Context: an optimization exercise on an open-source flow, tuned for small area and a short achievable clock period. The choices shown serve that exercise and are no tape-out recipe.
At most, simulation tests tie the RTL to the original design; equivalence was not proved.
Only the layout flow was run in runs 1 and 2; the RTL was not checked for function there.
No activity file was given, so power comes from the tool's default toggle rates.

$ cat flow/flow/run.sh
#!/bin/bash
set -euo pipefail
export BUFFER_PORTS_ARGS="-buffer_cell sky130_fd_sc_hd__buf_1"
bash standard.sh SETUP_SLACK_MARGIN=8.5 finish > standard_finish.log 2>&1
$ cat flow/standard.sh
#!/bin/bash
# synth_recipe.tcl (not shown) runs the flow's synth.tcl, then flattens the netlist and writes it again
# the make line also repeats each setting of config.mk as NAME=value (left out here)
make -C /OpenROAD-flow-scripts/flow DESIGN_CONFIG=/design/flow/config.mk WORK_HOME=/design/flow/orfs CLKGATE_MAP_FILE= SYNTH_SCRIPT=/design/flow/synth_recipe.tcl "${@:-finish}"
$ cat flow/config.mk
export PLATFORM = sky130hd
export DESIGN_NAME = cvtn_slice
export DESIGN_NICKNAME = cvtn_slice
export VERILOG_FILES = /design/flow/design.v
export SDC_FILE = /design/flow/constraint.sdc
export NUM_CORES = 4
export LEC_CHECK = 0
export ABC_AREA = 1
export CAP_MARGIN = 20
export CORE_MARGIN = 2
export CORE_UTILIZATION = 45
export CTS_BUF_LIST = sky130_fd_sc_hd__clkbuf_4
export PLACE_DENSITY = 0.6
export SETUP_SLACK_MARGIN = 5
export SLEW_MARGIN = 20
$ cat flow/constraint.sdc
create_clock -name core_clock -period 12.0 [get_ports {clk}]
set_input_delay 2.4000 -clock core_clock [delete_from_list [all_inputs] [get_ports {clk}]]
set_output_delay 2.4000 -clock core_clock [all_outputs]
set_load 0.01 [all_outputs]
$ cat flow/design.v
module cvt_narrow (
    input  wire [2:0]  rm,
    input  wire        neg,
    input  wire        n0,
    input  wire [15:0] f,
    input  wire        sticky,
    input  wire [15:0] g,
    output wire        up
);
    wire low     = (f[14:0] != 15'd0) || sticky;
    wire inexact = f[15] || low;
    wire [15:0] g0 = f & g, p0 = f | g;
    wire [7:0]  g1, p1;
    wire [3:0]  g2, p2;
    wire [1:0]  g3, p3;
    genvar i;
    generate
        for (i = 0; i < 8; i = i + 1) begin : l1
            assign g1[i] = g0[2*i+1] | (p0[2*i+1] & g0[2*i]);
            assign p1[i] = p0[2*i+1] & p0[2*i];
        end
        for (i = 0; i < 4; i = i + 1) begin : l2
            assign g2[i] = g1[2*i+1] | (p1[2*i+1] & g1[2*i]);
            assign p2[i] = p1[2*i+1] & p1[2*i];
        end
        for (i = 0; i < 2; i = i + 1) begin : l3
            assign g3[i] = g2[2*i+1] | (p2[2*i+1] & g2[2*i]);
            assign p3[i] = p2[2*i+1] & p2[2*i];
        end
    endgenerate
    wire sr_up = g3[1] | (p3[1] & g3[0]);
    assign up = rm[2] ? sr_up :
                rm[1] ? (inexact && (rm[0] ^ neg)) :
                        (!rm[0] && f[15] && (low || n0));
endmodule
module cvt_lane (
    input  wire        clk,
    input  wire [31:0] x,
    input  wire [15:0] g,
    input  wire [2:0]  fmt,       
    input  wire        denorm,
    input  wire [2:0]  fmt_q,     
    input  wire [2:0]  rm_q,
    input  wire        denorm_q,
    output reg  [15:0] res,
    output reg         ovf,
    output reg         flushed,
    output reg         nan_lost
);
    wire [7:0]  e1 = x[30:23];
    wire        e1_zero = (e1 == 8'h00);
    wire a_e2 = fmt[2];
    wire a_bf = !fmt[2] && (fmt[1:0] == 2'd0);
    wire a_fp = !fmt[2] && (fmt[1:0] == 2'd1);
    wire a_e4 = !fmt[2] && (fmt[1:0] == 2'd2);
    wire a_e5 = !fmt[2] && (fmt[1:0] == 2'd3);
    wire a_keep = denorm || a_e2;                    
    wire lo_fp = (e1 < 8'd113);                      
    wire lo_e4 = (e1 < 8'd121);
    wire lo_e2 = (e1 < 8'd127);
    wire sb_fp = a_keep && a_fp && lo_fp;
    wire sb_e5 = a_keep && a_e5 && lo_fp;
    wire sb_e4 = a_keep && a_e4 && lo_e4;
    wire sb_e2 = a_e2 && lo_e2;
    wire shsub = sb_fp || sb_e5 || sb_e4 || sb_e2;
    wire [4:0] d_fp = 5'd17 - e1[4:0];
    wire [4:0] d_e5 = 5'd25 - e1[4:0];
    wire [4:0] d_e4 = 5'd0  - e1[4:0];
    wire [4:0] d_e2 = 5'd8  - e1[4:0];
    wire [4:0] tsel = ({5{sb_fp}} & d_fp) | ({5{sb_e5}} & d_e5) |
                      ({5{sb_e4}} & d_e4) | ({5{sb_e2}} & d_e2) |
                      ({5{a_bf}} & 5'd3) |
                      ({5{a_e5 && !sb_e5}} & 5'd8) |
                      ({5{a_e4 && !sb_e4}} & 5'd7) |
                      ({5{a_e2 && !sb_e2}} & 5'd9);
    wire       tbig = (sb_fp && (e1 < 8'd82)) || (sb_e5 && (e1 < 8'd90)) ||
                      (sb_e4 && (e1 < 8'd97)) || (sb_e2 && (e1 < 8'd105));
    reg        s;
    reg [7:0]  e;
    reg [23:0] sig;
    reg [4:0]  t;
    reg        sub;
    reg [15:0] gq;
    always @(posedge clk) begin
        s    <= x[31];
        e    <= e1;
        sig  <= {!e1_zero, x[22:0]};
        t    <= tsel | {5{tbig}};                     
        sub  <= shsub || e1_zero;
        gq   <= g;
    end
    wire [2:0]  rm = rm_q;
    wire [22:0] m  = sig[22:0];
    wire [7:0]  ee = e;
    wire e_zero  = !sig[23];
    wire e_ones  = (e == 8'hFF);
    wire m_zero  = (m == 23'd0);
    wire is_nan  = e_ones && !m_zero;
    wire is_inf  = e_ones && m_zero;
    wire is_zero = e_zero && m_zero;
    wire in_flush = e_zero && !m_zero && !denorm_q;  
    wire f_e2 = fmt_q[2];
    wire f_bf = !fmt_q[2] && (fmt_q[1:0] == 2'd0);
    wire f_fp = !fmt_q[2] && (fmt_q[1:0] == 2'd1);
    wire f_e4 = !fmt_q[2] && (fmt_q[1:0] == 2'd2);
    wire f_e5 = !fmt_q[2] && (fmt_q[1:0] == 2'd3);
    wire keep_sub = denorm_q || f_e2;
    wire [26:0] a0 = {sig, 3'b000};
    wire [26:0] a1 = t[0] ? {1'b0,  a0[26:1]}  : a0;
    wire [26:0] a2 = t[1] ? {2'b0,  a1[26:2]}  : a1;
    wire [26:0] a3 = t[2] ? {4'b0,  a2[26:4]}  : a2;
    wire [26:0] a4 = t[3] ? {8'b0,  a3[26:8]}  : a3;
    wire [26:0] a5 = t[4] ? {16'b0, a4[26:16]} : a4;
    wire sticky = (t[0] && a0[0]) || (t[1] && (a1[1:0] != 2'd0)) ||
                  (t[2] && (a2[3:0] != 4'd0)) || (t[3] && (a3[7:0] != 8'd0)) ||
                  (t[4] && (a4[15:0] != 16'd0));
    wire [26:0] z = a5;
    wire [10:0] n = z[26:16];
    wire [15:0] f = z[15:0];
    wire up;
    cvt_narrow u_rnd (.rm(rm), .neg(s), .n0(n[0]), .f(f), .sticky(sticky), .g(gq), .up(up));
    wire [7:0] ebf = sub ? 8'd0 :
                     f_bf ? ee :
                     (f_fp || f_e5) ? {3'd0, ~ee[4], ee[3:0]} :
                     f_e4 ? {4'd0, ~ee[3], ee[2:0]} :
                            {6'd0, ~ee[1], ee[0]};
    reg [14:0] body;
    always @* begin
        case (1'b1)
            f_bf:    body = {ebf[7:0], n[6:0]};
            f_fp:    body = {ebf[4:0], n[9:0]};
            f_e4:    body = {8'd0, ebf[3:0], n[2:0]};
            f_e5:    body = {8'd0, ebf[4:0], n[1:0]};
            default: body = {12'd0, ebf[1:0], n[0]};
        endcase
    end
    reg  [14:0] pre;                                 
    integer k;
    always @* begin
        pre[0] = 1'b1;
        for (k = 1; k < 15; k = k + 1)
            pre[k] = pre[k-1] && body[k-1];
    end
    wire [14:0] rbody = body ^ (pre & {15{up}});
    wire ones = f_bf ? pre[7] : f_fp ? pre[10] : f_e4 ? pre[3] : f_e5 ? pre[2] : pre[1];
    wire c = up && ones;
    reg ov_big, ov_edge;
    always @* begin
        case (1'b1)
            f_bf:    begin ov_big = 1'b0;          ov_edge = (ee == 8'd254) && c; end
            f_fp,
            f_e5:    begin ov_big = (ee >= 8'd143); ov_edge = (ee == 8'd142) && c; end
            f_e4:    begin ov_big = (ee >= 8'd136);
                           ov_edge = (ee == 8'd135) && ((n[2:0] == 3'd7) || ((n[2:0] == 3'd6) && up)); end
            default: begin ov_big = (ee >= 8'd130); ov_edge = (ee == 8'd129) && c; end
        endcase
    end
    wire over = !e_zero && (ov_big || ov_edge);
    reg fl_lo, fl_edge;
    always @* begin
        case (1'b1)
            f_fp, f_e5: begin fl_lo = (ee < 8'd112); fl_edge = (ee == 8'd112); end
            f_e4:       begin fl_lo = (ee < 8'd120); fl_edge = (ee == 8'd120); end
            default:    begin fl_lo = 1'b0;          fl_edge = 1'b0; end
        endcase
    end
    wire tiny_zero = keep_sub ? (sub && (n[9:0] == 10'd0) && !up)
                              : (fl_lo || (fl_edge && !c));
    wire fin     = !e_ones;
    wire over_f  = fin && over;
    wire k_zero  = is_zero || in_flush || (fin && tiny_zero);
    wire k_const = e_ones || over_f;
    wire inf_res = rm[2] || (rm[1:0] == 2'd0) || (rm[1] && (rm[0] ^ s));
    wire to_inf  = is_inf || inf_res;
    reg [14:0] cm;
    always @* begin
        case (1'b1)
            f_bf:    cm = is_nan ? 15'h7FC0 : to_inf ? 15'h7F80 : 15'h7F7F;
            f_fp:    cm = is_nan ? 15'h7E00 : to_inf ? 15'h7C00 : 15'h7BFF;
            f_e4:    cm = is_nan ? 15'h007F : 15'h007E;
            f_e5:    cm = is_nan ? 15'h007E : to_inf ? 15'h007C : 15'h007B;
            default: cm = is_nan ? 15'h0000 : 15'h0007;
        endcase
    end
    wire [14:0] mag = k_const ? cm : (rbody & {15{!k_zero}});
    wire s8 = f_e4 || f_e5;
    always @* begin
        res[15]   = s && (f_bf || f_fp);
        res[14:8] = mag[14:8];
        res[7]    = s8 ? s : mag[7];
        res[6:4]  = mag[6:4];
        res[3]    = f_e2 ? (s && !is_nan) : mag[3];
        res[2:0]  = mag[2:0];
        ovf       = is_inf || (over_f && (rm != 3'd1));
        flushed   = in_flush || (fin && !is_zero && tiny_zero);
        nan_lost  = is_nan && f_e2;
    end
endmodule
module cvtn_slice #(
    parameter LANES = 4
) (
    input  wire                 clk,
    input  wire                 rst_n,
    input  wire                 in_valid,
    input  wire [2:0]           in_fmt,
    input  wire [2:0]           in_rm,
    input  wire                 in_denorm,
    input  wire [32*LANES-1:0]  in_x,
    input  wire [16*LANES-1:0]  in_g,
    output reg                  out_valid,
    output reg  [16*LANES-1:0]  out_res,
    output reg  [LANES-1:0]     out_ovf,
    output reg  [LANES-1:0]     out_flushed,
    output reg  [LANES-1:0]     out_nan_lost
);
    reg       v_q;
    reg [2:0] fmt_q, rm_q;
    reg       denorm_q;
    always @(posedge clk) begin
        if (!rst_n) v_q <= 1'b0;
        else        v_q <= in_valid;
        fmt_q    <= in_fmt;
        rm_q     <= in_rm;
        denorm_q <= in_denorm;
    end
    wire [16*LANES-1:0] res;
    wire [LANES-1:0]    ovf, flushed, nan_lost;
    genvar l;
    generate
        for (l = 0; l < LANES; l = l + 1) begin : g_lane
            cvt_lane u_lane (
                .clk(clk),
                .x(in_x[32*l +: 32]), .g(in_g[16*l +: 16]),
                .fmt(in_fmt), .denorm(in_denorm),
                .fmt_q(fmt_q), .rm_q(rm_q), .denorm_q(denorm_q),
                .res(res[16*l +: 16]), .ovf(ovf[l]), .flushed(flushed[l]),
                .nan_lost(nan_lost[l]));
        end
    endgenerate
    always @(posedge clk) begin
        if (!rst_n) out_valid <= 1'b0;
        else        out_valid <= v_q;
        out_res      <= res;
        out_ovf      <= ovf;
        out_flushed  <= flushed;
        out_nan_lost <= nan_lost;
    end
endmodule
==> metrics.yaml, run 1 <==
run_status:
  outcome: "no timing/DRC/antenna violations"
synth:
  yosysWarnings: 2
  synth_ff_type: "dfxtp_1"
  syn_nets: 3628
  netlist_area_mm2: 0.0207
  synth-seq-area-share_pct: 29.4
  synth.avg_cell_area_um2: 6.08
  post_synth_num_cell_types: 69
  netlist.top_cell.by_area: "dfxtp_1"
  yosysMostFrequentCell: "nand2_1"
  synth_edf_count: 0
  syn_inst: 3410
  synth_common_cells: "nand2_1, nand3_1, dfxtp_1"
  ys_seq_elements: 305
  synthTopCellsByArea: "dfxtp_1, nand2_1, nand3_1"
  async_reset_ff_share_pct: 0
  yosysTopAreaCellShare_pct: 29.4
power:
  finalPower_w: 0.00328
  leakage_nw: 11.9
  irDropWorstVdd_v: 0.0000989
  powerDensity_mw_per_mm2: 131
global_route:
  grt_pass1_wl_mm: 117
  grt_max_degree: 30
  first_global_vias: 23126
  grt_overflow: 0
  grt_usage_pct: 30.7
  antenna_found_initial: 2
place:
  gp_congestion: 0.994
  place_ws_ps: 6810
  dpl.hpwl_mm: 56.3
  portBuffers: 278
  placed_area_mm2: 0.0220
clock_tree:
  cts-buffers-inserted: 80
  clkSinkCount: 305
  cts_tree: "built"
  clk_latency_ps: 830
  cts_max_level: 3
  cts.path.max_buffers: 3
  cts.clk_slew.worst_paths_ps: 60
  root_buffer: "clkbuf_4"
worst_hold_path:
  worst_hold_path_type: "flip-flop to flip-flop"
floorplanning:
  fp.dieH_um: 219
  die-area_mm2: 0.0478
  ios: 279
  dieWidth_um: 219
  rows: 78
  start_util_pct: 45.6
  core_area_mm2: 0.0455
route:
  drc: 0
  wl_per_cell_um: 17.2
  drtIter0Drc: 1971
  dr_total_vias: 24345
  drt-pass1-iter-count: 8
  drt-total-wl_mm: 75.8
  drtAntennaViolNets: 0
  viasPerCell: 5.53
critical_path:
  path_class: "flip-flop to output pin"
  cp_max_fo: 1
  cp_slowest_cell: "dfxtp_2"
  path_buf_inv: 1
  slowest_delay_ps: 370
  start_kind: "flip-flop"
  cp_cell_sequence: "buf_6"
  reg2reg_slack_ps: 8710
  critPathTopFamily: "flip-flops"
  endpoint_kind: "output pin"
  crit_arrival_ps: 1300
  cp.required_ps: 9600
timing:
  tightest_slew_ps: 1220
  slew-limit-headroom_pct: 18.0
  fin_crit_sh_pct: 30.9
  fmax_mhz: 270
  setup_viol: 0
  timing.final.ws_setup_ps: 8300
  tns_ps: 0
  slew_violations: 0
  grt_setup_unrepaired: "yes"
  fin_skew_ps: 29.0
  period_needed_ps: 3700
  final_hold_viol_count: 0
final_layout:
  nNetsFinal: 3960
  postLayoutCellArea_mm2: 0.0251
  syn_to_final_growth_pct: 21.0
  fin_util_pct: 55.2
  drive_gt1_share_pct: 17.2
flow_run:
  max_cap_violations: 0
## worst register-to-register path: cells and delay by family, from the launching register on
kind            cells  cell delay [ps]
compound gates      2              240
simple gates       13             1680
flops               1              370
buf+inv             7              870
## stage by stage
| step | hold slack, ps | instances |
|---|---|---|
| 6_report | 405 | 4401 |
| 5_1_grt | 444 | 4401 |
| 4_1_cts | 407 | 4329 |
| 3_5_place_dp | 403 | 4169 |
| 3_3_place_gp | 392 | 4169 |
| 2_1_floorplan | 386 | 3410 |
## power by group
part,internal (W),switching [W],leakage (nW)
registers,0.00109,0.0000996,2.58
logic,0.000406,0.000763,8.73
clock network,0.000478,0.000442,0.603
total,0.00198,0.00130,11.9
## logic make-up after synthesis
logic type | synth area share, %
buf+inv | 9.83
mux | 0.0482
xor+xnor | 1.27
compound gates | 10.8
simple gates | 47.6
fa+ha+maj | 0.965
flops | 29.4
## state kept, by name (all words and copies together), names as in the netlist, 20 cells and up
name	count
g_lane.u_lane.e	32
g_lane.u_lane.gq	64
g_lane.u_lane.sig	96
g_lane.u_lane.t	20
out_res	64
## layout make-up
cell class	count	area [um^2]
Multi-Input combinational cell	2651	13300
Fill cell	4726	20400
Clock buffer	114	856
Timing Repair inverter	4	30.0
Sequential cell	305	6250
Timing Repair Buffer	369	2340
Tap cell	600	751
Antenna cell	2	5.00
Clock inverter	25	154
Inverter	331	1460
## worst paths after layout
kind                                   from     endpoint  depth (start not counted)
worst min-delay path                    v_q    out_valid                          2
worst min register to register          v_q    out_valid                          2
worst max-delay path            out_res[55]  out_res[55]                          1
worst max register to register     fmt_q[2]  out_res[30]                         22
## timing repair
| action | CTS | global route |
|---|---|---|
| hold buffers | 0 | 0 |
| gates resized for setup | 254 | 187 |
| endpoints found under the hold margin | 0 | 0 |
| setup endpoints to repair | 169 | 161 |
| setup buffers | 19 | 62 |
| pin swaps | 13 | 33 |
| gates cloned | 2 | 8 |
## routing by layer
layer	up-vias	track usage (%)	wire length [um]
met5	-	0	0
met4	0	12.5	2890
met3	190	6.07	5730
met2	1010	49.8	34200
met1	11128	39.8	33000
li1	12017	-	-
## placed cells by master (no fill, tap or decap), types with 8 or more instances in the layout
cell / instances
buf_2: 32
nor4_1: 37
nor2_4: 20
o21ai_1: 55
nand2_1: 1075
inv_1: 269
nand3_2: 18
ha_1: 12
dfxtp_1: 234
clkbuf_2: 9
nand2_4: 16
nand3_1: 574
dfxtp_2: 50
inv_2: 25
a21oi_1: 72
xor2_1: 20
o22ai_1: 32
clkinv_2: 8
nand2_2: 39
clkinv_1: 19
xnor2_1: 10
nor3_2: 13
o211ai_1: 20
clkinvlp_4: 10
buf_4: 75
o21ai_0: 97
inv_6: 10
dfxtp_4: 21
nand4_1: 56
clkbuf_4: 116
nor3_1: 25
o21ai_2: 19
buf_1: 181
nand3b_1: 22
buf_6: 60
and2_1: 9
nor2_2: 32
nor2_1: 269
==> inputs of run 2 (changes only) <==
==> flow/flow/run.sh (replaced) <==
#!/bin/bash
set -euo pipefail
rm -rf scripts_abc
cp -r "$FLOW_HOME/scripts" scripts_abc
cp flow/abc_area.script scripts_abc/abc_area.script
export BUFFER_PORTS_ARGS="-buffer_cell sky130_fd_sc_hd__buf_1"
bash standard.sh SCRIPTS_DIR="$PWD/scripts_abc" SETUP_SLACK_MARGIN=8.5 finish > standard_finish.log 2>&1
==> flow/flow/abc_area.script (new file) <==
strash
dch
map -B 0.9
topo
==> run 2 against run 1 <==
Cell count down 0.41%. Clock power decreased by 2%. Sequential cell count is the same. Utilization is 3.6 points higher. Critical path type unchanged. Highest routed layer unchanged.
==> metrics.yaml, run 2 <==
floorplanning:
  die-area_mm2: 0.0451  # -5.7%
  start_util_pct: 45.5  # -0.16 points
  dieWidth_um: 212  # -2.9%
  rows: 76  # -2.6%
  ios: 279  # unchanged
  fp.dieH_um: 212  # -2.9%
  core_area_mm2: 0.0430  # -5.5%
clock_tree:
  cts-buffers-inserted: 78  # -2.5%
  cts.clk_slew.worst_paths_ps: 80  # +20 ps
  cts.path.max_buffers: 3  # unchanged
  clkSinkCount: 305  # unchanged
  ctsHoldBuffers: 0  # unchanged
  root_buffer: "clkbuf_4"
  clk_latency_ps: 850  # +20 ps
  cts_tree: "built"
  cts_max_level: 3  # unchanged
power:
  irDropWorstVdd_v: 0.0000879  # -11%
  finalPower_w: 0.00331  # +0.72%
  clockPowerShare_pct: 27.3  # -0.8 points
  power.switching_w: 0.00133  # +2.2%
  p_int_w: 0.00197  # -0.23%
  leakage_nw: 11.1  # -6.8%
  p_comb_share_pct: 36.5  # +0.9 points
  powerDensity_mw_per_mm2: 131  # +0.12%
  seq_power_share_pct: 36.2  # about the same
  power.share.switching_pct: 40.3  # +0.57 points
synth:
  synthTopCellsByArea: "dfxtp_1, nand2_1, nand3_1"
  syn_inst: 3283  # -3.7%
  syn_nets: 3501  # -3.5%
  netlist_area_mm2: 0.0195  # -5.8%
  synth_edf_count: 0  # unchanged
  synth-simple-area-share_pct: 49.0  # +1.4 points
  yosysMostFrequentCell: "nand2_1"
  muxShareOfSynthArea_pct: 0.0512  # +0.0030 points
  synth-seq-area-share_pct: 31.2  # +1.8 points
  synth_common_cells: "nand2_1, nand3_1, clkinv_1"
  synth_ff_type: "dfxtp_1"
  post_synth_num_cell_types: 41  # -41%
  synthXorXnorAreaFrac_pct: 1.34  # +0.078 points
  yosysTopAreaCellShare_pct: 31.2  # +1.8 points
  synth-adder-area-share_pct: 1.02  # +0.060 points
  netlist.top_cell.by_area: "dfxtp_1"
  synth_compound_area_share_pct: 11.0  # +0.16 points
  synth_top_family_by_area: "simple AND/OR/NAND/NOR gates"
  async_reset_ff_share_pct: 0  # unchanged
  synth.avg_cell_area_um2: 5.95  # -2.2%
  ys_seq_elements: 305  # unchanged
  yosysWarnings: 2  # unchanged
run_status:
  outcome: "no timing/DRC/antenna violations"
timing:
  fmax_mhz: 267  # -1.1%
  tns_ps: 0  # unchanged
  setup_viol: 0  # unchanged
  period_needed_ps: 3740  # +41.1 ps
  final_hold_viol_count: 0  # unchanged
  slew_violations: 0  # unchanged
  grt_setup_unrepaired: "yes"
  fin_crit_sh_pct: 31.2  # +0.34 points
  tightest_slew_ps: 1270  # +42.9 ps
  fin_skew_ps: 49.6  # +20.6 ps
  slew-limit-headroom_pct: 15.1  # -2.9 points
critical_path:
  path_buf_inv: 1  # unchanged
  cp_cell_sequence: "buf_6"
  start_kind: "flip-flop"
  path_class: "flip-flop to output pin"
  reg2reg_depth: 20  # -9.1%
  cp_slowest_cell: "dfxtp_4"
  cp_max_fo: 1  # unchanged
  slowest_delay_ps: 370  # about the same
  crit_arrival_ps: 1340  # +40 ps
  cp.required_ps: 9600  # about the same
  worst-path-stages: 1  # unchanged
  critPathTopFamily: "flip-flops"
  endpoint_kind: "output pin"
global_route:
  grt_usage_pct: 32.7  # +2.1 points
  antenna_found_initial: 6  # +4
  first_global_vias: 22066  # -4.6%
  grt_max_degree: 31  # +3.3%
  grt_pass1_wl_mm: 116  # -0.86%
  grt_overflow: 0  # unchanged
place:
  portBuffers: 278  # unchanged
  dpl.hpwl_mm: 56.6  # +0.65%
  gp_congestion: 0.981  # -1.3%
route:
  drtAntennaViolNets: 0  # unchanged
  drt-pass1-iter-count: 8  # unchanged
  dr_total_vias: 24669  # +1.3%
  viasPerCell: 5.63  # +1.7%
  drc: 0  # unchanged
  drt-total-wl_mm: 77.3  # +1.9%
  wl_per_cell_um: 17.6  # +2.3%
  drtIter0Drc: 2480  # +26%
final_layout:
  nNetsFinal: 3950  # -0.25%
  largest_reg_flops: 96  # unchanged
  mostFrequentLayoutCell: "nand2_1"
  syn_to_final_growth_pct: 29.3
  final_cell_mix: "nand2_1, nand3_1, clkinv_1"
  regMostFlops: "g_lane.u_lane.sig"
  reg.largest.list: "g_lane.u_lane.sig: 96 flops, g_lane.u_lane.gq: 64 flops, out_res: 64 flops"
  drive_gt1_share_pct: 17.7  # +0.41 points
worst_hold_path:
  worst_hold_path_type: "flip-flop to flip-flop"
  min_path_cells: 2  # unchanged
flow_run:
  max_cap_violations: 0  # unchanged
[run 2: power by group through the flow]
stage                     Sequential, W  Clock, W  Combinational (W)
final                           0.00120  0.000904            0.00121
after global routing            0.00121  0.000984            0.00134
after CTS                       0.00120  0.000928            0.00109
after detailed placement        0.00122         0            0.00101
after global placement          0.00122         0            0.00100
after floorplan                 0.00120         0           0.000708
[run 2: per-stage QoR]
stage | instance area, um^2 | hold slack, ps | utilization (%) | std cells | setup slack, ps
2_1_floorplan | 19900 | 385 | - | 3283 | 7850
3_3_place_gp | 21700 | 390 | 50.6 | 4149 | 6800
3_5_place_dp | 21700 | 403 | 50.6 | 4149 | 6800
4_1_cts | 23900 | 429 | 55.6 | 4315 | 8200
5_1_grt | 25200 | 452 | 58.7 | 4378 | 8210
6_report | 25300 | 425 | 58.8 | 4383 | 8260
[run 2: path summary, 6_finish.rpt]
check / startpoint / to / slack, ps
setup reg to reg: fmt_q[2] / out_res[45] / 8670
hold reg to reg: v_q / out_valid / 420
hold / removal: v_q / out_valid / 420
setup / recovery: out_res[3] / out_res[3] / 8260
[run 2: worst reg2reg max path, stage by stage (launching register included)]
cell and delay, ps:
dfxtp_4 410, clkinv_8 150, nand2_8 180, clkinv_8 180
nor2_4 170, clkinv_2 140, a21oi_1 150, o21ai_0 110
o21ai_1 180, inv_2 90, nor2_4 140, clkinv_1 90
nor3_1 180, nand4_1 130, nor3_1 190, nand3_1 110
nor2_2 150, nand2_1 90, xnor2_1 160, clkinv_1 70
o21ai_0 150
[run 2: kinds of logic after synthesis]
kind of cell / after synthesis
AOI/OAI and AO/OA: 370
buffers and inverters: 331
xor gates and xnor gates: 30
adders and majority gates: 16
and+or+nand+nor: 2230
muxes: 1
DFF: 305
[run 2: layout make-up]
| class | instances | area [um^2] |
|---|---|---|
| antenna | 9 | 22.5 |
| inverter | 331 | 1610 |
| clock buffer | 109 | 818 |
| tap | 585 | 732 |
| fill | 4381 | 17700 |
| sequential | 305 | 6260 |
| timing repair buffer | 363 | 2380 |
| multi-input combinational | 2653 | 13300 |
| clock inverter | 28 | 163 |
[run 2: timing repair]
item	4_1_cts	5_1_grt
setup endpoints to repair	166	160
setup buffers	27	55
gates resized for setup	347	274
endpoints found under the hold margin	0	0
gates cloned	2	4
pin swaps	14	51
[run 2: routing by layer]
metal	GRT usage, %	vias to the layer above	share of wire (%)
met1	45.5	11195	44
met4	14.2	0	4.0
met3	7.81	207	9.4
li1	-	12031	-
met2	47.9	1236	42
met5	0	-	0
==> inputs of run 3 (changes only) <==
--- a/flow/design.v
+++ b/flow/design.v
@@ -81,3 +81,3 @@
     reg [4:0]  t;
-    reg        sub;
+    reg        tsat, sub;
     reg [15:0] gq;
@@ -87,3 +87,4 @@
         sig  <= {!e1_zero, x[22:0]};
-        t    <= tsel | {5{tbig}};                     
+        t    <= tsel;
+        tsat <= tbig;
         sub  <= shsub || e1_zero;
@@ -113,6 +114,6 @@
     wire [26:0] a5 = t[4] ? {16'b0, a4[26:16]} : a4;
-    wire sticky = (t[0] && a0[0]) || (t[1] && (a1[1:0] != 2'd0)) ||
+    wire sticky = tsat || (t[0] && a0[0]) || (t[1] && (a1[1:0] != 2'd0)) ||
                   (t[2] && (a2[3:0] != 4'd0)) || (t[3] && (a3[7:0] != 8'd0)) ||
                   (t[4] && (a4[15:0] != 16'd0));
-    wire [26:0] z = a5;
+    wire [26:0] z = tsat ? 27'd0 : a5;
     wire [10:0] n = z[26:16];
==> flow/flow/run.sh (replaced) <==
#!/bin/bash
set -euo pipefail
export BUFFER_PORTS_ARGS="-buffer_cell sky130_fd_sc_hd__buf_1"
bash standard.sh SETUP_SLACK_MARGIN=8.5 finish > standard_finish.log 2>&1
--- a/flow/config.mk
+++ b/flow/config.mk
@@ -11,3 +11,5 @@
 export CORE_UTILIZATION = 45
-export CTS_BUF_LIST = sky130_fd_sc_hd__clkbuf_4
+export CTS_BUF_LIST = sky130_fd_sc_hd__clkbuf_16
+export CTS_CLUSTER_DIAMETER = 70
+export CTS_CLUSTER_SIZE = 40
 export PLACE_DENSITY = 0.6
removed: flow/flow/abc_area.script
==> run 3 against run 2 <==
Final area shrank 0.34%. Clock power grew 5.3%. Sequential cell count grew 4. Via count shrank 1.8%. Register-to-register slack is essentially flat. Clock-buffer cell count shrank 84. Critical path depth is the same. Global-route usage shrank 1.2 points. Sequential share of layout area grew 0.27 points. Total power shrank 1.5%. Setup slack gained 250 ps. Critical endpoint is now out_res[30]. Highest routed layer is now met5.
==> metrics.yaml, run 3 <==
run_status:
  outcome: "no timing/DRC/antenna violations"
worst_hold_path:
  hold_start: "v_q"
  hold_path_end: "out_valid"
  min_path_cells: 2  # unchanged
  worst_hold_path_type: "flip-flop to flip-flop"
floorplanning:
  die-area_mm2: 0.0477  # +5.7%
  core_area_mm2: 0.0454  # +5.6%
  fp.dieH_um: 218  # +2.8%
  rows: 78  # +2.6%
  ios: 279  # unchanged
  dieWidth_um: 218  # +2.8%
  start_util_pct: 45.5  # +0.083 points
clock_tree:
  cts_tree: "built"
  root_buffer: "clkbuf_16"
  cts_max_level: 1  # -2
  clk_latency_ps: 590  # -260 ps
  ctsHoldBuffers: 0  # unchanged
  cts.clk_slew.worst_paths_ps: 110  # +30 ps
  cts.path.max_buffers: 3  # unchanged
  cts-buffers-inserted: 25  # -68%
  clkSinkCount: 309  # +1.3%
flow_run:
  max_cap_violations: 0  # unchanged
critical_path:
  start_kind: "flip-flop"
  cp.required_ps: 9600  # about the same
  path_class: "flip-flop to output pin"
  rr_startpoint: "g_lane[2].u_lane.t[0]"
  crit_arrival_ps: 1100  # -240 ps
  cp_slowest_cell: "dfxtp_4"
  r2r-end: "out_res[43]"
  endpoint_kind: "output pin"
  cp_cell_sequence: "buf_6"
  reg2reg_depth: 18  # -10%
  reg2reg_slack_ps: 8670  # about the same
  cp_max_fo: 1  # unchanged
  slowest_delay_ps: 380  # about the same
  critPathTopFamily: "flip-flops"
  path_buf_inv: 1  # unchanged
synth:
  yosysMostFrequentCell: "nand2_1"
  synthTopCellsByArea: "dfxtp_1, nand2_1, nand3_1"
  async_reset_ff_share_pct: 0  # unchanged
  netlist_area_mm2: 0.0207  # +5.8%
  synth-seq-area-share_pct: 29.9  # -1.3 points
  yosysWarnings: 2  # unchanged
  synth_ff_type: "dfxtp_1"
  syn_inst: 3399  # +3.5%
  syn_nets: 3617  # +3.3%
  netlist.top_cell.by_area: "dfxtp_1"
  ys_seq_elements: 309  # +1.3%
  synth_common_cells: "nand2_1, nand3_1, inv_1"
  synth.avg_cell_area_um2: 6.08  # +2.2%
  yosysTopAreaCellShare_pct: 29.9  # -1.3 points
  post_synth_num_cell_types: 70  # +71%
  synth_edf_count: 0  # unchanged
timing:
  setup_viol: 0  # unchanged
  period_needed_ps: 3500  # -248 ps
  tns_ps: 0  # unchanged
  fin_crit_sh_pct: 29.1  # -2.1 points
  grt_setup_unrepaired: "yes"
  tightest_slew_ps: 912  # -355 ps
  slew_violations: 0  # unchanged
  fin_skew_ps: 19.9  # -29.6 ps
  fmax_mhz: 286  # +7.1%
  slew-limit-headroom_pct: 38.9  # +24 points
  final_hold_viol_count: 0  # unchanged
global_route:
  grt_overflow: 0  # unchanged
  first_global_vias: 22694  # +2.8%
  grt_pass1_wl_mm: 120  # +2.8%
  antenna_found_initial: 3  # -3
  grt_usage_pct: 31.5  # -1.2 points
  grt_max_degree: 51  # +65%
final_layout:
  reg.largest.list: "g_lane.u_lane.sig: 96 flops, g_lane.u_lane.gq: 64 flops, out_res: 64 flops"
  largest_reg_flops: 96  # unchanged
  mostFrequentLayoutCell: "nand2_1"
  final_cells: 4313  # -1.6%
  syn_to_final_growth_pct: 21.8
  drive_gt1_share_pct: 15.7  # -1.9 points
  nNetsFinal: 3911  # -0.99%
  regMostFlops: "g_lane.u_lane.sig"
  fin_util_pct: 55.5  # -3.3 points
  final_cell_mix: "nand2_1, nand3_1, inv_1"
route:
  drt-total-wl_mm: 78.8  # +2.1%
  wl_met1_mm: 33.1  # -3.2%
  dr_total_vias: 24231  # -1.8%
  drt-pass1-iter-count: 6  # -2
  drc: 0  # unchanged
  dr_wl_met3_mm: 5.43  # -25%
  drtAntennaViolNets: 0  # unchanged
  top_layer: "met5"
  drtIter0Drc: 2239  # -9.7%
  viasPerCell: 5.62  # -0.18%
  wl_met2_mm: 36.7  # +12%
  wl_per_cell_um: 18.3  # +3.7%
power:
  leakage_nw: 11.7  # +5.3%
  seq_power_share_pct: 36.3  # about the same
  powerDensity_mw_per_mm2: 129  # -1.2%
  p_int_w: 0.00193  # -2.1%
  p_comb_share_pct: 34.5  # -2.0 points
  irDropWorstVdd_v: 0.000140  # +59%
  power.share.switching_pct: 40.6  # +0.32 points
  power.switching_w: 0.00132  # -0.75%
  clockPowerShare_pct: 29.2  # +1.9 points
place:
  portBuffers: 278  # unchanged
  numPlacedInstances: 4158  # +0.22%
  gp_congestion: 0.983  # +0.16%
  dpl.hpwl_mm: 58.5  # +3.3%
-- run 3: cell types whose count changed after synthesis, moves of 20 or more --
cell and change:
nand2_2 +21, inv_2 +20, inv_1 +324, clkbuf_1 +52, clkinv_1 -329, o21ai_1 +90
nand3_1 -128, buf_2 +38, nand2_1 -87
-- run 3: metal layers --
layer  GRT usage [%]  vias to the layer above
li1                -                    11886
met1            39.6                    11187
met2            53.9                      967
met3            4.18                      187
met4            13.7                        4
met5               0                        -
-- run 3: timing repair --
action / 4_1_cts / 5_1_grt
pin swaps: 4 / 33
setup endpoints to repair: 151 / 107
buffers inserted: 28 / 60
resized for setup: 199 / 234
gates cloned: 10 / 10
-- run 3: cells by family after synthesis --
kind of cell | synth area share, %
adders and majority gates | 0.969
DFF | 29.9
and+or+nand+nor | 43.7
AOI/OAI and AO/OA | 14.1
xor gates and xnor gates | 1.48
muxes | 0.0484
buffers and inverters | 9.73
-- run 3: how the worst max path moves through the flow --
stage | startpoint | endpoint | slack (ps) | depth (start not counted)
3_5_place_dp | fmt_q[2] | out_res[14] | 6960 | 18
6_report | out_res[30] | out_res[30] | 8500 | 1
4_1_cts | out_res[30] | out_res[30] | 8480 | 1
2_1_floorplan | in_x[56] | g_lane[1].u_lane.t[4] | 8390 | 9
5_1_grt | g_lane[0].u_lane.t[0] | out_res[13] | 8450 | 21
3_3_place_gp | fmt_q[2] | out_res[13] | 7260 | 18
-- run 3: worst register-to-register path, stage by stage (launching register included) --
cell and delay, ps:
dfxtp_4 380, clkbuf_16 180, o211ai_1 340, nand3_1 190
nand3_1 180, nand3_2 160, nand2_1 100, nand2_1 80
inv_1 80, nand2_1 80, nor2_4 170, nand3_1 110
nor3_2 170, nand2_1 110, nor2_2 160, and3_1 220
nand2_1 80, xor2_1 160, o31ai_1 290
-- run 3: cell type report --
class,count,area [um^2]
Clock inverter,20,375
Timing Repair Buffer,383,2290
Timing Repair inverter,11,80.1
Multi-Input combinational cell,2615,13300
Clock buffer,25,626
Tap cell,600,751
Antenna cell,2,5.00
Sequential cell,309,6310
Inverter,348,1440
Fill cell,4680,20200
-- run 3: power groups by stage --
stage | sequential (W) | clock [W] | combinational, W
after CTS | 0.00118 | 0.000977 | 0.00100
after global placement | 0.00120 | 0 | 0.000946
after detailed placement | 0.00120 | 0 | 0.000951
after global routing | 0.00119 | 0.00101 | 0.00125
after floorplan | 0.00116 | 0 | 0.000723
final | 0.00118 | 0.000952 | 0.00112
-- run 3: stage by stage --
step	power (W)	setup WS [ps]	area [um^2]	hold WS, ps
final	0.00326	8500	25200	416
after floorplan	0.00189	8390	21000	386
after global placement	0.00215	7260	22100	399
after detailed placement	0.00215	6960	22100	409
after CTS	0.00316	8480	23900	420
after global routing	0.00345	8450	25200	477
==> inputs of run 4 (changes only) <==
--- a/flow/config.mk
+++ b/flow/config.mk
@@ -11,5 +11,2 @@
 export CORE_UTILIZATION = 45
-export CTS_BUF_LIST = sky130_fd_sc_hd__clkbuf_16
-export CTS_CLUSTER_DIAMETER = 70
-export CTS_CLUSTER_SIZE = 40
 export PLACE_DENSITY = 0.6
==> run 4 against run 3 <==
Still clean. Die area stayed put. Utilization is 0.58 points higher. Combinational power hardly changed. Clock power is about 20% higher. Largest cell class unchanged.
==> metrics.yaml, run 4 <==
power:
  leakage_nw: 11.8  # +0.94%
  powerDensity_mw_per_mm2: 136  # +4.8%
  irDropWorstVdd_v: 0.000132  # -5.4%
  finalPower_w: 0.00345  # +5.9%
synth:
  synth.avg_cell_area_um2: 6.08  # unchanged
  yosysWarnings: 2  # unchanged
  muxShareOfSynthArea_pct: 0.0484  # unchanged
  synth_top_family_by_area: "simple AND/OR/NAND/NOR gates"
  synth_ff_type: "dfxtp_1"
  netlist.top_cell.by_area: "dfxtp_1"
  async_reset_ff_share_pct: 0  # unchanged
  syn_nets: 3617  # unchanged
  synth_compound_area_share_pct: 14.1  # unchanged
  synth-simple-area-share_pct: 43.7  # unchanged
  synth_common_cells: "nand2_1, nand3_1, inv_1"
  netlist_area_mm2: 0.0207  # unchanged
  yosysTopAreaCellShare_pct: 29.9  # unchanged
  yosysMostFrequentCell: "nand2_1"
  synth-seq-area-share_pct: 29.9  # unchanged
  synthXorXnorAreaFrac_pct: 1.48  # unchanged
  syn_inst: 3399  # unchanged
  synthTopCellsByArea: "dfxtp_1, nand2_1, nand3_1"
  synth_edf_count: 0  # unchanged
  ys_seq_elements: 309  # unchanged
  post_synth_num_cell_types: 70  # unchanged
  synth-adder-area-share_pct: 0.969  # unchanged
final_layout:
  regMostFlops: "g_lane.u_lane.sig"
  postLayoutCellArea_mm2: 0.0254  # +1.1%
  final_cell_mix: "nand2_1, nand3_1, inv_1"
  nNetsFinal: 3945  # +0.87%
  mostFrequentLayoutCell: "nand2_1"
  drive_gt1_share_pct: 15.4  # -0.35 points
  reg.largest.list: "g_lane.u_lane.sig: 96 flops, g_lane.u_lane.gq: 64 flops, out_res: 64 flops"
  fin_util_pct: 56.1  # +0.58 points
  syn_to_final_growth_pct: 23.1
  final_cells: 4351  # +0.88%
  largest_reg_flops: 96  # unchanged
  fillers: 4644  # -0.77%
route:
  drtIter0Drc: 2085  # -6.9%
  wl_per_cell_um: 18.3  # +0.33%
  drt-pass1-iter-count: 5  # -1
  drc: 0  # unchanged
  drtAntennaViolNets: 0  # unchanged
  dr_total_vias: 24562  # +1.4%
  drt-total-wl_mm: 79.8  # +1.2%
  viasPerCell: 5.65  # +0.48%
worst_hold_path:
  worst_hold_path_type: "flip-flop to flip-flop"
clock_tree:
  cts_tree: "built"
  cts_max_level: 2  # +1
  clk_latency_ps: 570  # -20 ps
  cts.path.max_buffers: 3  # unchanged
  root_buffer: "clkbuf_16"
  clkSinkCount: 309  # unchanged
  ctsHoldBuffers: 0  # unchanged
  cts-buffers-inserted: 36  # +44%
  cts.clk_slew.worst_paths_ps: 60  # -50 ps
timing:
  setup_viol: 0  # unchanged
  fin_skew_ps: 22.1  # +2.18 ps
  slew-limit-headroom_pct: 38.0  # -0.91 points
  fin_crit_sh_pct: 29.1  # about the same
  tightest_slew_ps: 925  # +13.5 ps
  period_needed_ps: 3490  # -3.44 ps
  tns_ps: 0  # unchanged
  fmax_mhz: 286  # about the same
  slew_violations: 0  # unchanged
  final_hold_viol_count: 0  # unchanged
  grt_setup_unrepaired: "yes"
critical_path:
  cp_max_fo: 1  # unchanged
  rr_startpoint: "fmt_q[2]"
  reg2reg_slack_ps: 8660  # about the same
  worst-path-stages: 1  # unchanged
  start_kind: "flip-flop"
  path_buf_inv: 1  # unchanged
  slowest_delay_ps: 380  # about the same
  crit_arrival_ps: 1090  # about the same
  path_class: "flip-flop to output pin"
  endpoint_kind: "output pin"
  cp.required_ps: 9600  # about the same
  cp_cell_sequence: "buf_2"
  setup.worst_path.start: "out_res[52]"
  cp_slowest_cell: "dfxtp_2"
  reg2reg_depth: 20  # +2
  worst_setup_path_endpoint: "out_res[52]"
  r2r-end: "out_res[58]"
  critPathTopFamily: "flip-flops"
global_route:
  grt_overflow: 0  # unchanged
  grt_pass1_wl_mm: 121  # +0.75%
  antenna_found_initial: 4  # +1
  grt_max_degree: 51  # unchanged
  first_global_vias: 22884  # +0.84%
  grt_usage_pct: 31.9  # +0.36 points
floorplanning:
  dieWidth_um: 218  # unchanged
  fp.dieH_um: 218  # unchanged
  core_area_mm2: 0.0454  # unchanged
  die-area_mm2: 0.0477  # unchanged
  rows: 78  # unchanged
  ios: 279  # unchanged
  start_util_pct: 45.5  # unchanged
flow_run:
  max_cap_violations: 0  # unchanged
place:
  numPlacedInstances: 4158  # unchanged
  gp_congestion: 0.983  # unchanged
  placed_area_mm2: 0.0221  # unchanged
  dpl.hpwl_mm: 58.5  # unchanged
  portBuffers: 278  # unchanged
run_status:
  outcome: "no timing/DRC/antenna violations"
-- run 4: per-layer routing --
metal  vias to the layer above  part of all wire (%)  routed length [um]  GRT usage, %
met2                      1050                    46               36600          54.1
met4                         4                   5.3                4270          14.9
met1                     11335                    42               33400          39.4
met3                       241                   6.8                5440          5.21
li1                      11932                     -                   -             -
met5                         -                 0.030                  24             0
-- run 4: worst min path at each step --
stage | start | end | slack, ps | cells after the start
finish | v_q | out_valid | 410 | 2
global route | v_q | out_valid | 470 | 2
CTS | v_q | out_valid | 410 | 2
detailed placement | v_q | out_valid | 410 | 2
global placement | v_q | out_valid | 400 | 2
floorplan | v_q | out_valid | 390 | 2
-- run 4: layout make-up --
cell class | instances | area, um^2 | share of cell area, %
multi-input combinational | 2615 | 13300 | 52.4
sequential | 309 | 6280 | 24.7
timing repair buffer | 407 | 2350 | 9.23
inverter | 348 | 1440 | 5.65
clock buffer | 46 | 1030 | 4.05
tap | 600 | 751 | 2.95
clock inverter | 14 | 186 | 0.733
timing repair inverter | 10 | 72.6 | 0.285
antenna | 2 | 5.00 | 0.0197
-- run 4: kinds of logic (layout without fill, tap and decap cells) --
group,Yosys count,after routing
xor+xnor,35,35
other cells,0,2
fa+ha+maj,16,16
mux,1,1
buf+inv,479,825
compound gates,496,496
simple gates,2063,2067
flops,309,309
-- run 4: where the power goes --
part | switching, W | internal [W] | total (W)
clock | 0.000447 | 0.000690 | 0.00114
sequential | 0.0000778 | 0.00110 | 0.00118
combinational | 0.000742 | 0.000387 | 0.00113
-- run 4: through the flow --
stage / setup WS, ps / hold WS, ps
detailed placement: 6960 / 409
floorplan: 8390 / 386
global placement: 7260 / 399
global route: 8420 / 471
CTS: 8470 / 414
finish: 8510 / 411
-- run 4: what timing repair did --
item,CTS,global route
cloned,9,12
setup buffers,32,78
setup endpoints to repair,118,95
gates resized for setup,134,229
pin swaps,5,39
==> inputs of run 5 (changes only) <==
--- a/flow/config.mk
+++ b/flow/config.mk
@@ -11,2 +11,5 @@
 export CORE_UTILIZATION = 45
+export CTS_BUF_LIST = sky130_fd_sc_hd__clkbuf_16
+export CTS_CLUSTER_DIAMETER = 100
+export CTS_CLUSTER_SIZE = 30
 export PLACE_DENSITY = 0.6
==> run 5 against run 4 <==
Combinational power about the same. Setup slack better by 14 ps. Sequential share of layout area is 0.75 points higher. Sequential cell count unchanged. Utilization fell by 1.6 points. Routed wire length down 0.84%. Via count decreased by 1.1%. Clock power decreased by 43%. Synthesized area stayed put. Non-clock buffer count down 5. Clock-buffer cell count decreased by 29. Critical path depth stayed put. Critical endpoint is now out_res[32].
==> metrics.yaml, run 5 <==
critical_path:
  critPathTopFamily: "flip-flops"
  cp_cell_sequence: "buf_1"
  cp_slowest_cell: "dfxtp_1"
  cp_max_fo: 1  # unchanged
  endpoint_kind: "output pin"
  path_class: "flip-flop to output pin"
  path_buf_inv: 1  # unchanged
  crit_arrival_ps: 1080  # about the same
  cp.required_ps: 9600  # about the same
  start_kind: "flip-flop"
  slowest_delay_ps: 370  # about the same
clock_tree:
  cts.path.max_buffers: 3  # unchanged
  cts.clk_slew.worst_paths_ps: 100  # +40 ps
  root_buffer: "clkbuf_16"
  clk_latency_ps: 550  # -20 ps
  cts-buffers-inserted: 16  # -56%
  cts_tree: "built"
  clkSinkCount: 309  # unchanged
  cts_max_level: 1  # -1
  ctsHoldBuffers: 0  # unchanged
route:
  wl_per_cell_um: 18.4  # about the same
  viasPerCell: 5.64  # -0.17%
  drt-total-wl_mm: 79.1  # -0.84%
  drt-pass1-iter-count: 5  # unchanged
  drtAntennaViolNets: 0  # unchanged
  dr_total_vias: 24300  # -1.1%
  drtIter0Drc: 2130  # +2.2%
  drc: 0  # unchanged
final_layout:
  largest_reg_flops: 96  # unchanged
  nNetsFinal: 3921  # -0.61%
  fin_util_pct: 54.5  # -1.6 points
  syn_to_final_growth_pct: 19.6
  drive_gt1_share_pct: 14.8  # -0.59 points
  final_cells: 4312  # -0.90%
  reg.largest.list: "g_lane.u_lane.sig: 96 flops, g_lane.u_lane.gq: 64 flops, out_res: 64 flops"
  mostFrequentLayoutCell: "nand2_1"
  postLayoutCellArea_mm2: 0.0247  # -2.8%
  final_cell_mix: "nand2_1, nand3_1, inv_1"
  fillers: 4755  # +2.4%
  regMostFlops: "g_lane.u_lane.sig"
synth:
  synth-seq-area-share_pct: 29.9  # unchanged
  synth-simple-area-share_pct: 43.7  # unchanged
  synth_top_family_by_area: "simple AND/OR/NAND/NOR gates"
  synth_ff_type: "dfxtp_1"
  syn_nets: 3617  # unchanged
  post_synth_num_cell_types: 70  # unchanged
  yosysTopAreaCellShare_pct: 29.9  # unchanged
  synthXorXnorAreaFrac_pct: 1.48  # unchanged
  syn_inst: 3399  # unchanged
  synth_common_cells: "nand2_1, nand3_1, inv_1"
  ys_seq_elements: 309  # unchanged
  yosysWarnings: 2  # unchanged
  synth-adder-area-share_pct: 0.969  # unchanged
  yosysMostFrequentCell: "nand2_1"
  netlist.top_cell.by_area: "dfxtp_1"
  synth_compound_area_share_pct: 14.1  # unchanged
  netlist_area_mm2: 0.0207  # unchanged
  muxShareOfSynthArea_pct: 0.0484  # unchanged
  synth_edf_count: 0  # unchanged
  synthTopCellsByArea: "dfxtp_1, nand2_1, nand3_1"
  async_reset_ff_share_pct: 0  # unchanged
  synth.avg_cell_area_um2: 6.08  # unchanged
timing:
  fin_crit_sh_pct: 29.0  # -0.12 points
  timing.final.ws_setup_ps: 8520  # +14.3 ps
  slew_violations: 0  # unchanged
  grt_setup_unrepaired: "yes"
  tns_ps: 0  # unchanged
  final_hold_viol_count: 0  # unchanged
  tightest_slew_ps: 887  # -38.6 ps
  fin_skew_ps: 16.7  # -5.38 ps
  fmax_mhz: 287  # +0.41%
  slew-limit-headroom_pct: 40.6  # +2.6 points
  setup_viol: 0  # unchanged
  period_needed_ps: 3480  # -14.3 ps
global_route:
  grt_max_degree: 51  # unchanged
  grt_overflow: 0  # unchanged
  grt_pass1_wl_mm: 120  # -0.82%
  first_global_vias: 22540  # -1.5%
  grt_usage_pct: 31.5  # -0.38 points
  antenna_found_initial: 4  # unchanged
flow_run:
  max_cap_violations: 0  # unchanged
floorplanning:
  fp.dieH_um: 218  # unchanged
  rows: 78  # unchanged
  die-area_mm2: 0.0477  # unchanged
  ios: 279  # unchanged
  core_area_mm2: 0.0454  # unchanged
  dieWidth_um: 218  # unchanged
  start_util_pct: 45.5  # unchanged
worst_hold_path:
  worst_hold_path_type: "flip-flop to flip-flop"
power:
  powerDensity_mw_per_mm2: 120  # -12%
  irDropWorstVdd_v: 0.000148  # +12%
  leakage_nw: 11.4  # -3.2%
place:
  numPlacedInstances: 4158  # unchanged
  dpl.hpwl_mm: 58.5  # unchanged
  portBuffers: 278  # unchanged
  gp_congestion: 0.983  # unchanged
  placed_area_mm2: 0.0221  # unchanged
  place_ws_ps: 6960  # unchanged
run_status:
  outcome: "no timing/DRC/antenna violations"
==> run 5: cell count changes in the layout (fill, tap and decap cells not counted), moves of 3 or more <==
| cell | delta |
|---|---|
| clkbuf_8 | -8 |
| nand2_2 | -3 |
| nor2_1 | -8 |
| inv_2 | +6 |
| nand2_1 | +3 |
| clkinv_2 | -4 |
| inv_1 | -3 |
| clkbuf_2 | -4 |
| inv_6 | -3 |
| nor2_2 | +8 |
| clkbuf_16 | -21 |
| bufinv_16 | -3 |
==> run 5: cells by family (layout without fill, tap and decap cells) <==
logic type               count (synthesis)  after routing
AO/OA/AOI/OAI                          496            496
XOR/XNOR                                35             35
adder cells (fa/ha/maj)                 16             16
buffers and inverters                  479            786
flip-flops                             309            309
multiplexers                             1              1
other                                    0              2
AND/OR/NAND/NOR                       2063           2067
==> run 5: final cells by class <==
cell class | count | area [um^2] | area share (%)
Timing Repair Buffer | 402 | 2270 | 9.18
Tap cell | 600 | 751 | 3.04
Multi-Input combinational cell | 2615 | 13400 | 54.1
Clock buffer | 17 | 425 | 1.72
Inverter | 348 | 1440 | 5.82
Timing Repair inverter | 11 | 80.1 | 0.324
Sequential cell | 309 | 6290 | 25.4
Clock inverter | 8 | 86.3 | 0.349
Antenna cell | 2 | 5.00 | 0.0202
==> run 5: through the flow <==
| step | total power [W] | hold WS (ps) |
|---|---|---|
| after floorplan | 0.00189 | 386 |
| after global placement | 0.00215 | 399 |
| after detailed placement | 0.00215 | 409 |
| after CTS | 0.00284 | 421 |
| after global routing | 0.00313 | 479 |
| final | 0.00295 | 419 |
==> run 5: worst paths after layout <==
check / slack, ps / endpoint / depth (start not counted) / startpoint
hold / removal: 420 / out_valid / 2 / v_q
setup reg to reg: 8680 / out_res[19] / 22 / fmt_q[2]
hold reg to reg: 420 / out_valid / 2 / v_q
setup / recovery: 8520 / out_res[32] / 1 / out_res[32]
==> run 5: where the power goes <==
part	leakage [nW]	switching [W]	internal [W]
clock network	0.260	0.000362	0.000287
logic	8.56	0.000741	0.000384
registers	2.61	0.0000794	0.00110
total	11.4	0.00118	0.00177
==> run 5: what timing repair did <==
| item | CTS | global route |
|---|---|---|
| cloned | 10 | 11 |
| resized for setup | 142 | 242 |
| endpoints found under the setup margin | 117 | 100 |
| buffers inserted | 28 | 78 |
| pin swaps | 5 | 41 |
==> run 5: per-layer routing <==
| metal | up-vias | share of wire [%] | track usage [%] | wire length [um] |
|---|---|---|---|---|
| li1 | 11883 | - | - | - |
| met1 | 11221 | 42 | 39.7 | 33600 |
| met5 | - | 0.034 | 0 | 27 |
| met2 | 993 | 47 | 54.3 | 36800 |
| met3 | 199 | 6.1 | 3.72 | 4810 |
| met4 | 4 | 4.9 | 13.2 | 3850 |
==> inputs of run 6 (changes only) <==
--- a/flow/design.v
+++ b/flow/design.v
@@ -41,5 +41,3 @@
     input  wire        denorm,
-    input  wire [2:0]  fmt_q,     
-    input  wire [2:0]  rm_q,
-    input  wire        denorm_q,
+    input  wire [2:0]  rm_q,      
     output reg  [15:0] res,
@@ -83,2 +81,12 @@
     reg [15:0] gq;
+    reg        f_bf, f_fp, f_e4, f_e5, dn;
+    always @(posedge clk) begin
+        f_bf     <= a_bf;
+        f_fp     <= a_fp;
+        f_e4     <= a_e4;
+        f_e5     <= a_e5;
+        dn       <= denorm;
+    end
+    wire       f_e2     = !(f_bf || f_fp || f_e4 || f_e5);
+    wire       keep_sub = dn || f_e2;
     always @(posedge clk) begin
@@ -101,9 +109,3 @@
     wire is_zero = e_zero && m_zero;
-    wire in_flush = e_zero && !m_zero && !denorm_q;  
-    wire f_e2 = fmt_q[2];
-    wire f_bf = !fmt_q[2] && (fmt_q[1:0] == 2'd0);
-    wire f_fp = !fmt_q[2] && (fmt_q[1:0] == 2'd1);
-    wire f_e4 = !fmt_q[2] && (fmt_q[1:0] == 2'd2);
-    wire f_e5 = !fmt_q[2] && (fmt_q[1:0] == 2'd3);
-    wire keep_sub = denorm_q || f_e2;
+    wire in_flush = e_zero && !m_zero && !dn;        
     wire [26:0] a0 = {sig, 3'b000};
@@ -217,4 +219,3 @@
     reg       v_q;
-    reg [2:0] fmt_q, rm_q;
-    reg       denorm_q;
+    reg [2:0] rm_q;
     always @(posedge clk) begin
@@ -222,5 +223,3 @@
         else        v_q <= in_valid;
-        fmt_q    <= in_fmt;
         rm_q     <= in_rm;
-        denorm_q <= in_denorm;
     end
@@ -235,3 +234,3 @@
                 .fmt(in_fmt), .denorm(in_denorm),
-                .fmt_q(fmt_q), .rm_q(rm_q), .denorm_q(denorm_q),
+                .rm_q(rm_q),
                 .res(res[16*l +: 16]), .ovf(ovf[l]), .flushed(flushed[l]),
--- a/flow/config.mk
+++ b/flow/config.mk
@@ -11,5 +11,2 @@
 export CORE_UTILIZATION = 45
-export CTS_BUF_LIST = sky130_fd_sc_hd__clkbuf_16
-export CTS_CLUSTER_DIAMETER = 100
-export CTS_CLUSTER_SIZE = 30
 export PLACE_DENSITY = 0.6
==> run 6 against run 5 <==
Utilization shrank 0.46 points. Die area grew 1.0%. Critical endpoint is now out_res[60]. Still clean on timing, DRC and antenna. Non-clock buffer count shrank 46. Largest power group unchanged.
==> metrics.yaml, run 6 <==
timing:
  final_hold_viol_count: 0  # unchanged
  tightest_slew_ps: 1000  # +118 ps
  tns_ps: 0  # unchanged
  period_needed_ps: 3480  # -0.460 ps
  slew_violations: 0  # unchanged
  fin_crit_sh_pct: 29.0  # about the same
  setup_viol: 0  # unchanged
  fin_skew_ps: 12.0  # -4.76 ps
  whs_ps: 408  # -11.2 ps
  grt_setup_unrepaired: "yes"
  slew-limit-headroom_pct: 32.7  # -7.9 points
  fmax_mhz: 287  # about the same
final_layout:
  syn_to_final_growth_pct: 17.9
  nNetsFinal: 3883  # -0.97%
  multi_input_area_mm2: 0.0132  # -1.3%
  reg.largest.list: "g_lane.u_lane.sig: 96 flops, g_lane.u_lane.gq: 64 flops, out_res: 64 flops"
  register_area_mm2: 0.00629  # about the same
  regMostFlops: "g_lane.u_lane.sig"
  mostFrequentLayoutCell: "nand2_1"
  largest_reg_flops: 96  # unchanged
  antenna_cells: 0  # -2
  final_cell_mix: "nand2_1, nand3_1, dfxtp_1"
  fillers: 4644  # -2.3%
  drive_gt1_share_pct: 11.9  # -2.9 points
clock_tree:
  ctsHoldBuffers: 0  # unchanged
  cts-buffers-inserted: 36  # +20
  cts_max_level: 2  # +1
  clk_latency_ps: 570  # +20 ps
  root_buffer: "clkbuf_16"
  cts_tree: "built"
  clkSinkCount: 310  # +0.32%
  cts.path.max_buffers: 3  # unchanged
  cts.clk_slew.worst_paths_ps: 60  # -40 ps
synth:
  syn_inst: 3392  # -0.21%
  post_synth_num_cell_types: 68  # -2.9%
  yosysMostFrequentCell: "nand2_1"
  synth_ff_type: "dfxtp_1"
  synthTopCellsByArea: "dfxtp_1, nand2_1, nand3_1"
  synth.avg_cell_area_um2: 6.16  # +1.2%
  yosysWarnings: 2  # unchanged
  netlist_area_mm2: 0.0209  # +1.0%
  netlist.top_cell.by_area: "dfxtp_1"
  synth-seq-area-share_pct: 29.7  # -0.21 points
  synth_edf_count: 0  # unchanged
  ys_seq_elements: 310  # +0.32%
  synth_common_cells: "nand2_1, nand3_1, dfxtp_1"
  yosysTopAreaCellShare_pct: 29.7  # -0.21 points
  async_reset_ff_share_pct: 0  # unchanged
  syn_nets: 3610  # -0.19%
critical_path:
  endpoint_kind: "output pin"
  cp_slowest_cell: "dfxtp_2"
  path_buf_inv: 1  # unchanged
  path_class: "flip-flop to output pin"
  start_kind: "flip-flop"
  cp_cell_sequence: "buf_2"
  slowest_delay_ps: 360  # about the same
  crit_arrival_ps: 1080  # about the same
  cp_max_fo: 1  # unchanged
  critPathTopFamily: "flip-flops"
  cp.required_ps: 9600  # about the same
floorplanning:
  ios: 279  # unchanged
  core_area_mm2: 0.0456  # +0.43%
  rows: 78  # unchanged
  fp.dieH_um: 219  # +0.50%
  die-area_mm2: 0.0481  # +1.0%
  dieWidth_um: 219  # +0.50%
  start_util_pct: 45.8  # +0.27 points
global_route:
  antenna_found_initial: 0  # -4
  grt_pass1_wl_mm: 120  # +0.37%
  grt_overflow: 0  # unchanged
  grt_max_degree: 35  # -31%
  grt_usage_pct: 31.5  # about the same
  first_global_vias: 22852  # +1.4%
power:
  irDropWorstVdd_v: 0.000157  # +6.1%
  leakage_nw: 11.5  # +1.1%
  finalPower_w: 0.00339  # +15%
  powerDensity_mw_per_mm2: 138  # +15%
route:
  drtIter0Drc: 2501  # +17%
  dr_total_vias: 24235  # -0.27%
  drt-total-wl_mm: 79.1  # about the same
  viasPerCell: 5.65  # +0.34%
  drc: 0  # unchanged
  drtAntennaViolNets: 0  # unchanged
  wl_per_cell_um: 18.5  # +0.62%
  drt-pass1-iter-count: 6  # +1
place:
  portBuffers: 278  # unchanged
  gp_congestion: 1.00  # +2.2%
  dpl.hpwl_mm: 58.4  # -0.19%
flow_run:
  max_cap_violations: 0  # unchanged
worst_hold_path:
  worst_hold_path_type: "flip-flop to flip-flop"
run_status:
  outcome: "no timing/DRC/antenna violations"
-- run 6: changes by cell type in the layout (fill, tap and decap cells not counted), moves of 30 or more --
cell     previous run  this run
nand2_1          1015      1045
o21ai_1            87        55
o21ai_2            46         9
nand3_1           454       600
o21ai_0           141        93
buf_4             108        62
-- run 6: area by class of cell --
type,count,area share [%]
Tap cell,600,3.05
Timing Repair Buffer,356,7.35
Clock buffer,48,4.25
Multi-Input combinational cell,2638,53.7
Sequential cell,310,25.6
Clock inverter,11,0.595
Inverter,321,5.47
Timing Repair inverter,2,0.0610
-- run 6: through the flow --
step / setup slack, ps / cell area, um^2 / util, % / cells
finish: 8520 / 24600 / 54.0 / 4286
CTS: 8470 / 23700 / 51.9 / 4215
floorplan: 8390 / 21100 / - / 3392
global route: 8470 / 24600 / 54.0 / 4286
detailed placement: 7190 / 22200 / 48.7 / 4148
global placement: 7100 / 22200 / 48.7 / 4148
-- run 6: metal layers --
layer / vias to the layer above / wire length, um / GRT usage, %
met5: - / 0 / 0
met3: 228 / 6280 / 6.07
met2: 1028 / 36000 / 52.2
met1: 11109 / 33100 / 39.5
li1: 11870 / - / -
met4: 0 / 3720 / 14.2
-- run 6: what timing repair did --
action / 4_1_cts / 5_1_grt
gates resized for setup: 96 / 119
setup endpoints to repair: 114 / 95
pin swaps: 4 / 23
buffers inserted: 6 / 64
gates cloned: 2 / 7
-- run 6: worst paths after layout --
check,from,to,depth (start not counted),slack [ps]
worst max-delay path,out_res[60],out_res[60],1,8520
worst min-delay path,v_q,out_valid,2,410
worst max register to register,g_lane[3].u_lane.f_bf,out_res[33],23,8640
worst min register to register,v_q,out_valid,2,410
-- run 6: logic make-up after synthesis --
group / share of synthesized area, %
flip-flops: 29.7
adder cells (fa/ha/maj): 0.959
AND/OR/NAND/NOR: 47.4
buffers and inverters: 9.47
XOR/XNOR: 1.47
AO/OA/AOI/OAI: 11.0
-- run 6: worst reg2reg max path, delay by kind of cell, from the launching register on --
| family | cells | cell delay, ps |
|---|---|---|
| AND/OR/NAND/NOR | 16 | 1710 |
| AO/OA/AOI/OAI | 4 | 760 |
| buffers and inverters | 3 | 420 |
| flip-flops | 1 | 390 |
-- run 6: report_power, final --
part / switching, W / internal [W] / leakage [nW]
clock network: 0.000444 / 0.000675 / 0.585
logic: 0.000726 / 0.000351 / 8.35
registers: 0.0000840 / 0.00111 / 2.61
==> inputs of run 7 (changes only) <==
--- a/flow/config.mk
+++ b/flow/config.mk
@@ -10,4 +10,7 @@
 export CORE_MARGIN = 2
-export CORE_UTILIZATION = 45
-export PLACE_DENSITY = 0.6
+export CORE_UTILIZATION = 52
+export CTS_BUF_LIST = sky130_fd_sc_hd__clkbuf_16
+export CTS_CLUSTER_DIAMETER = 100
+export CTS_CLUSTER_SIZE = 30
+export PLACE_DENSITY = 0.68
 export SETUP_SLACK_MARGIN = 5
==> run 7 against run 6 <==
Critical path type unchanged. Utilization is 6.1 points higher. Fmax is 0.27% lower. Clock skew is 22 ps higher. Via count is 1.9% higher. Critical path depth stayed put. Cell count is 2.6% lower. Synthesized cell count stayed put. Non-clock buffer count is 6 lower. Largest cell class unchanged. Total power is 15% lower. Clock-buffer cell count is 33 lower.
==> metrics.yaml, run 7 <==
critical_path:
  path_class: "flip-flop to output pin"
  cp.required_ps: 9600  # about the same
  path_buf_inv: 1  # unchanged
  start_kind: "flip-flop"
  cp_max_fo: 1  # unchanged
  crit_arrival_ps: 1090  # about the same
  endpoint_kind: "output pin"
  slowest_delay_ps: 390  # +30 ps
  cp_slowest_cell: "dfxtp_2"
final_layout:
  fillers: 3945  # -15%
  largest_reg_flops: 96  # unchanged
  reg.largest.list: "g_lane.u_lane.sig: 96 flops, g_lane.u_lane.gq: 64 flops, out_res: 64 flops"
  antenna_cells: 0  # unchanged
  final_cell_mix: "nand2_1, nand3_1, dfxtp_1"
  fin_util_pct: 60.1  # +6.1 points
  nNetsFinal: 3859  # -0.62%
  regMostFlops: "g_lane.u_lane.sig"
  drive_gt1_share_pct: 11.2  # -0.70 points
  syn_to_final_growth_pct: 14.2
global_route:
  grt_usage_pct: 35.2  # +3.7 points
  antenna_found_initial: 2  # +2
  grt_overflow: 0  # unchanged
  grt_max_degree: 35  # unchanged
place:
  numPlacedInstances: 4076  # -1.7%
  portBuffers: 278  # unchanged
  place_ws_ps: 7380  # +189 ps
route:
  drtAntennaViolNets: 0  # unchanged
  drt-pass1-iter-count: 6  # unchanged
  dr_wl_met3_mm: 6.02  # -4.2%
  drtIter0Drc: 2779  # +11%
  drt-total-wl_mm: 77.6  # -1.9%
  wl_per_cell_um: 18.6  # +0.71%
  drc: 0  # unchanged
timing:
  setup_viol: 0  # unchanged
  slew_violations: 0  # unchanged
  tns_ps: 0  # unchanged
  period_needed_ps: 3490  # +9.47 ps
  final_hold_viol_count: 0  # unchanged
  fmax_mhz: 287  # -0.27%
  fin_skew_ps: 33.8  # +21.9 ps
  fin_crit_sh_pct: 29.1  # +0.079 points
  tightest_slew_ps: 813  # -191 ps
  slew-limit-headroom_pct: 45.7  # +13 points
  grt_setup_unrepaired: "no"
clock_tree:
  cts-buffers-inserted: 15  # -58%
  clkSinkCount: 310  # unchanged
  clk_latency_ps: 550  # -20 ps
  cts_tree: "built"
  cts.clk_slew.worst_paths_ps: 110  # +50 ps
synth:
  synth_ff_type: "dfxtp_1"
  netlist.top_cell.by_area: "dfxtp_1"
  synth.avg_cell_area_um2: 6.16  # unchanged
  synth_edf_count: 0  # unchanged
  netlist_area_mm2: 0.0209  # unchanged
  yosysWarnings: 2  # unchanged
  synth-seq-area-share_pct: 29.7  # unchanged
  synthTopCellsByArea: "dfxtp_1, nand2_1, nand3_1"
  yosysTopAreaCellShare_pct: 29.7  # unchanged
  ys_seq_elements: 310  # unchanged
  post_synth_num_cell_types: 68  # unchanged
  synth_common_cells: "nand2_1, nand3_1, dfxtp_1"
flow_run:
  max_cap_violations: 0  # unchanged
power:
  leakage_nw: 11.2  # -3.0%
  powerDensity_mw_per_mm2: 121  # -12%
floorplanning:
  core_area_mm2: 0.0396  # -13%
  fp.dieH_um: 204  # -6.8%
  rows: 73  # -6.4%
  start_util_pct: 52.7  # +6.9 points
  dieWidth_um: 204  # -6.8%
  ios: 279  # unchanged
run_status:
  outcome: "no timing/DRC/antenna violations"
-- run 7: area by class of cell --
class                           count  area [um^2]  share of cell area (%)
Timing Repair Buffer              350         1750                    7.32
Clock inverter                     10         76.3                   0.320
Clock buffer                       15          375                    1.57
Timing Repair inverter              2         15.0                  0.0630
Tap cell                          525          657                    2.76
Sequential cell                   310         6290                    26.4
Multi-Input combinational cell   2641        13300                    55.9
Inverter                          321         1350                    5.68
-- run 7: kinds of logic after synthesis --
logic type / Yosys count / synth area share (%)
buffers and inverters: 449 / 9.47
and+or+nand+nor: 2202 / 47.4
DFF: 310 / 29.7
xor gates and xnor gates: 35 / 1.47
AOI/OAI and AO/OA: 380 / 11.0
adders and majority gates: 16 / 0.959
-- run 7: repair_timing --
item                       CTS  global route
pin swaps                    5            27
setup buffers                6            56
hold buffers                 0             0
resized for setup           82           156
cloned                       2             9
setup endpoints to repair  110           102
-- run 7: final timing paths --
path                            cells past startpoint             startpoint  slack (ps)     endpoint
worst max register to register                     17  g_lane[3].u_lane.f_bf        8670  out_res[57]
worst max-delay path                                1            out_res[49]        8510  out_res[49]
worst min-delay path                                2                    v_q         420    out_valid
worst min register to register                      2                    v_q         420    out_valid
-- run 7: per-stage QoR --
stage	hold WS (ps)	instance area (um^2)
2_1_floorplan	386	21100
3_3_place_gp	389	22100
3_5_place_dp	404	22100
4_1_cts	420	22800
5_1_grt	459	23800
6_report	417	23800
-- run 7: power breakdown --
| group | internal, W | switching [W] | total, W |
|---|---|---|---|
| Clock | 0.000242 | 0.000359 | 0.000600 |
| Sequential | 0.00111 | 0.0000865 | 0.00119 |
| Combinational | 0.000350 | 0.000731 | 0.00108 |
| Total | 0.00170 | 0.00118 | 0.00287 |
-- run 7: routing by layer --
metal,vias to the layer above,global-route usage (%)
li1,11806,-
met1,11340,44.3
met2,1285,59.6
met3,271,4.32
met4,4,17.1
met5,-,0

Re-timed with assumed drivers on the ports (clkbuf_16 on the clock, buf_2 on other inputs), run 7 has 8.454 ns of setup slack against 8.511 ns with ideal ports, and 7.903 ns once port delays also move by the mid clock arrival of 0.597 ns.
